Background: an optimization exercise with open tools, aiming at small area, a short achievable clock period and few clock cycles per item. Do not read the settings as production practice.
Only simulation tests tie the RTL to the original design; equivalence was not proved.

==> flow/design.v (excerpt) <==
module div_unit (
    input  wire        clk,
    input  wire        rst,
    input  wire        start,
    input  wire [1:0]  op,       
    input  wire [63:0] a,        
    input  wire [63:0] b,        
    output wire        ready,
    output reg         done,
    output wire [63:0] quot,
    output wire [63:0] rem
);
Settings: LEC_CHECK=0, CAP_MARGIN=20, CORE_MARGIN=2, CORE_UTILIZATION=40, SLEW_MARGIN=20; clock period 10.0 ns.
run.sh (not shown) runs the stock make flow with config.mk's settings and CLKGATE_MAP_FILE= SYNTH_SCRIPT=/design/flow/synth_recipe.tcl, a recipe that flattens the netlist after the stock synthesis.
Testbench counts at the start, summed over its fixed seeds: cycles 209,522, ops 24,000.
Rerun with:
--- a/flow/config.mk
+++ b/flow/config.mk
@@ -7,0 +8 @@
+export ABC_CLOCK_PERIOD_IN_PS = 2000
@@ -10,0 +12 @@
+export SETUP_SLACK_MARGIN = 5
What happened:
- wire length rises by a few percent
- final area rises by roughly a tenth
- via count rises by a few percent
- flip-flop and latch count is unchanged
- global-route usage rises by 1.2 points
- cell count rises by a few percent
- worst setup slack is better by 1.8 ns
- synthesized area is unchanged
Rerun with:
--- a/flow/config.mk
+++ b/flow/config.mk
@@ -8 +8 @@
-export ABC_CLOCK_PERIOD_IN_PS = 2000
+export ABC_CLOCK_PERIOD_IN_PS = 5000
After rerunning:
- wire length stays the same
- synthesized cell count stays the same
- setup slack stays the same
- via count stays the same
- core utilization is unchanged
- count of clock-buffer cells in the layout stays the same
- critical path depth does not change


div_unit, a different RTL version from the one above (not shown whole).
For scale: roughly 4000 cells after synthesis, about 290 flip-flops, about 260 I/O pins.
Settings: LEC_CHECK=0, CAP_MARGIN=20, CORE_MARGIN=2, CORE_UTILIZATION=40, SETUP_SLACK_MARGIN=5, SLEW_MARGIN=20; clock period 10.0 ns.
standard.sh (not shown) runs the stock make flow with config.mk's settings and CLKGATE_MAP_FILE= SYNTH_SCRIPT=/design/flow/synth_recipe.tcl, a recipe that flattens the netlist after the stock synthesis.
==> flow/flow/run.sh <==
#!/bin/bash
bash standard.sh SETUP_SLACK_MARGIN=5.75 finish > standard.log 2>&1
Testbench counts at the start, summed over its fixed seeds: cycles 231,199, ops 24,000.
Then changed:
==> flow/run.sh (new file) <==
#!/bin/bash
# synth_recipe.tcl (not shown) runs the flow's synth.tcl, then flattens the netlist and writes it again
# the make line also repeats each setting of config.mk as NAME=value (left out here)
make -C /OpenROAD-flow-scripts/flow DESIGN_CONFIG=/design/flow/config.mk WORK_HOME=/design/flow/orfs CLKGATE_MAP_FILE= SYNTH_SCRIPT=/design/flow/synth_recipe.tcl finish
--- a/flow/config.mk
+++ b/flow/config.mk
@@ -6,4 +6,5 @@
 export NUM_CORES = 4
 export LEC_CHECK = 0
+export ABC_AREA = 1
 export CAP_MARGIN = 20
 export CORE_MARGIN = 2
removed: flow/flow/run.sh
removed: flow/standard.sh
=> The changed run went through all stages and came out clean. Wire length rises by 14%. Worst setup slack loses 0.32 ns. Die area rises by 4.8%. Area after synthesis rises by 4.9%. Core utilization falls by 1.0 points. Synthesized cell count rises by 25%. Non-clock buffer count falls by 47. Register-to-register slack loses 0.30 ns. Cell area rises by 2.4%.
Then changed:
==> flow/flow/run.sh (new file) <==
#!/bin/bash
bash standard.sh SETUP_SLACK_MARGIN=6.5 finish > standard.log 2>&1
==> flow/standard.sh (new file) <==
#!/bin/bash
# synth_recipe.tcl (not shown) runs the flow's synth.tcl, then flattens the netlist and writes it again
# the make line also repeats each setting of config.mk as NAME=value (left out here)
make -C /OpenROAD-flow-scripts/flow DESIGN_CONFIG=/design/flow/config.mk WORK_HOME=/design/flow/orfs CLKGATE_MAP_FILE= SYNTH_SCRIPT=/design/flow/synth_recipe.tcl "${@:-finish}"
--- a/flow/config.mk
+++ b/flow/config.mk
@@ -6,5 +6,4 @@
 export NUM_CORES = 4
 export LEC_CHECK = 0
-export ABC_AREA = 1
 export CAP_MARGIN = 20
 export CORE_MARGIN = 2
removed: flow/run.sh
- The new run completed with no timing, DRC or antenna violations
- area after synthesis goes down by 4.7%
- maximum frequency went up by 10%
- worst setup slack improved by 0.44 ns
- routed wire length went down by 6.3%
- via count goes down by 7.0%
Then changed:
==> flow/flow/run.sh (replaced) <==
#!/bin/bash
bash standard.sh SETUP_SLACK_MARGIN=6 finish > standard.log 2>&1
Effect: The new run produced a clean layout. Routed wire length decreases by 4.1%. Synthesized area is unchanged. Worst hold slack improves by 0.0034 ns. Design area fell by 6.7%. Die area is unchanged.
Then changed:
==> flow/run.sh (new file) <==
#!/bin/bash
# synth_recipe.tcl (not shown) runs the flow's synth.tcl, then flattens the netlist and writes it again
# the make line also repeats each setting of config.mk as NAME=value (left out here)
make -C /OpenROAD-flow-scripts/flow DESIGN_CONFIG=/design/flow/config.mk WORK_HOME=/design/flow/orfs CLKGATE_MAP_FILE= SYNTH_SCRIPT=/design/flow/synth_recipe.tcl finish
removed: flow/flow/run.sh
removed: flow/standard.sh
What happened:
- wire length drops by 4.9%
- via count drops by 2.7%
- die area does not change
- setup slack loses 0.44 ns
- count of clock-buffer cells in the layout drops by 7
- cell count drops by 1.7%
- first-iteration DRC count climbs by 1.2%
Then changed:
==> flow/flow/run.sh (new file) <==
#!/bin/bash
bash standard.sh SETUP_SLACK_MARGIN=5.5 finish > standard.log 2>&1
==> flow/standard.sh (new file) <==
#!/bin/bash
# synth_recipe.tcl (not shown) runs the flow's synth.tcl, then flattens the netlist and writes it again
# the make line also repeats each setting of config.mk as NAME=value (left out here)
make -C /OpenROAD-flow-scripts/flow DESIGN_CONFIG=/design/flow/config.mk WORK_HOME=/design/flow/orfs CLKGATE_MAP_FILE= SYNTH_SCRIPT=/design/flow/synth_recipe.tcl "${@:-finish}"
removed: flow/run.sh
Critical path depth stays the same.
Synthesized area does not change.
Cell area rises slightly.
Clock-buffer cell count stays the same.
Worst hold slack stays flat.
Global-route usage rises by 0.19 points.
Worst setup slack improves by 0.39 ns.
Final cell count rises slightly.
Utilization rises by 0.76 points.
Clock skew stays flat.

-- what the ideal ports hide --
In the flow no input, the clock included, has a driving cell. The finished layouts below were timed again as built, in two steps. Step 1 assumes that a clkbuf_16 drives the clock port and a buf_2 every other input. Step 2 times the ports against the registers' clock, not the clock port: input delays grow and output delays shrink by t, the midpoint of the rising clock arrivals with the driver on. Three values: ideal, step 1, step 2; two values: the first two.
| run | t, ns | slack for setup (ns) | clock arrival spread, ns |
|---|---|---|---|
| the first run of note 1 | 0.641 | 1.419 / 1.419 / 1.419 | 0.033 / 0.033 |
| the second run of note 1 | 0.637 | 3.247 / 3.247 / 3.247 | 0.023 / 0.023 |
| the third run of note 1 | 0.637 | 3.247 / 3.247 / 3.247 | 0.023 / 0.023 |
| the first run of note 2 | 0.644 | 5.507 / 5.507 / 5.118 | 0.050 / 0.050 |
| the second run of note 2 | 0.657 | 5.183 / 5.211 / 4.562 | 0.020 / 0.021 |
| the third run of note 2 | 0.643 | 5.621 / 5.621 / 5.592 | 0.059 / 0.058 |
| the fourth run of note 2 | 0.663 | 5.527 / 5.527 / 5.429 | 0.019 / 0.019 |
| the fifth run of note 2 | 0.662 | 5.085 / 5.085 / 4.647 | 0.031 / 0.032 |
| the sixth run of note 2 | 0.658 | 5.475 / 5.475 / 5.098 | 0.031 / 0.032 |
After both steps setup and hold are still met in every run listed. For the second run of note 2, which loses most, drivers alone change the setup slack by +0.028 ns; drivers and shift together by -0.621 ns.
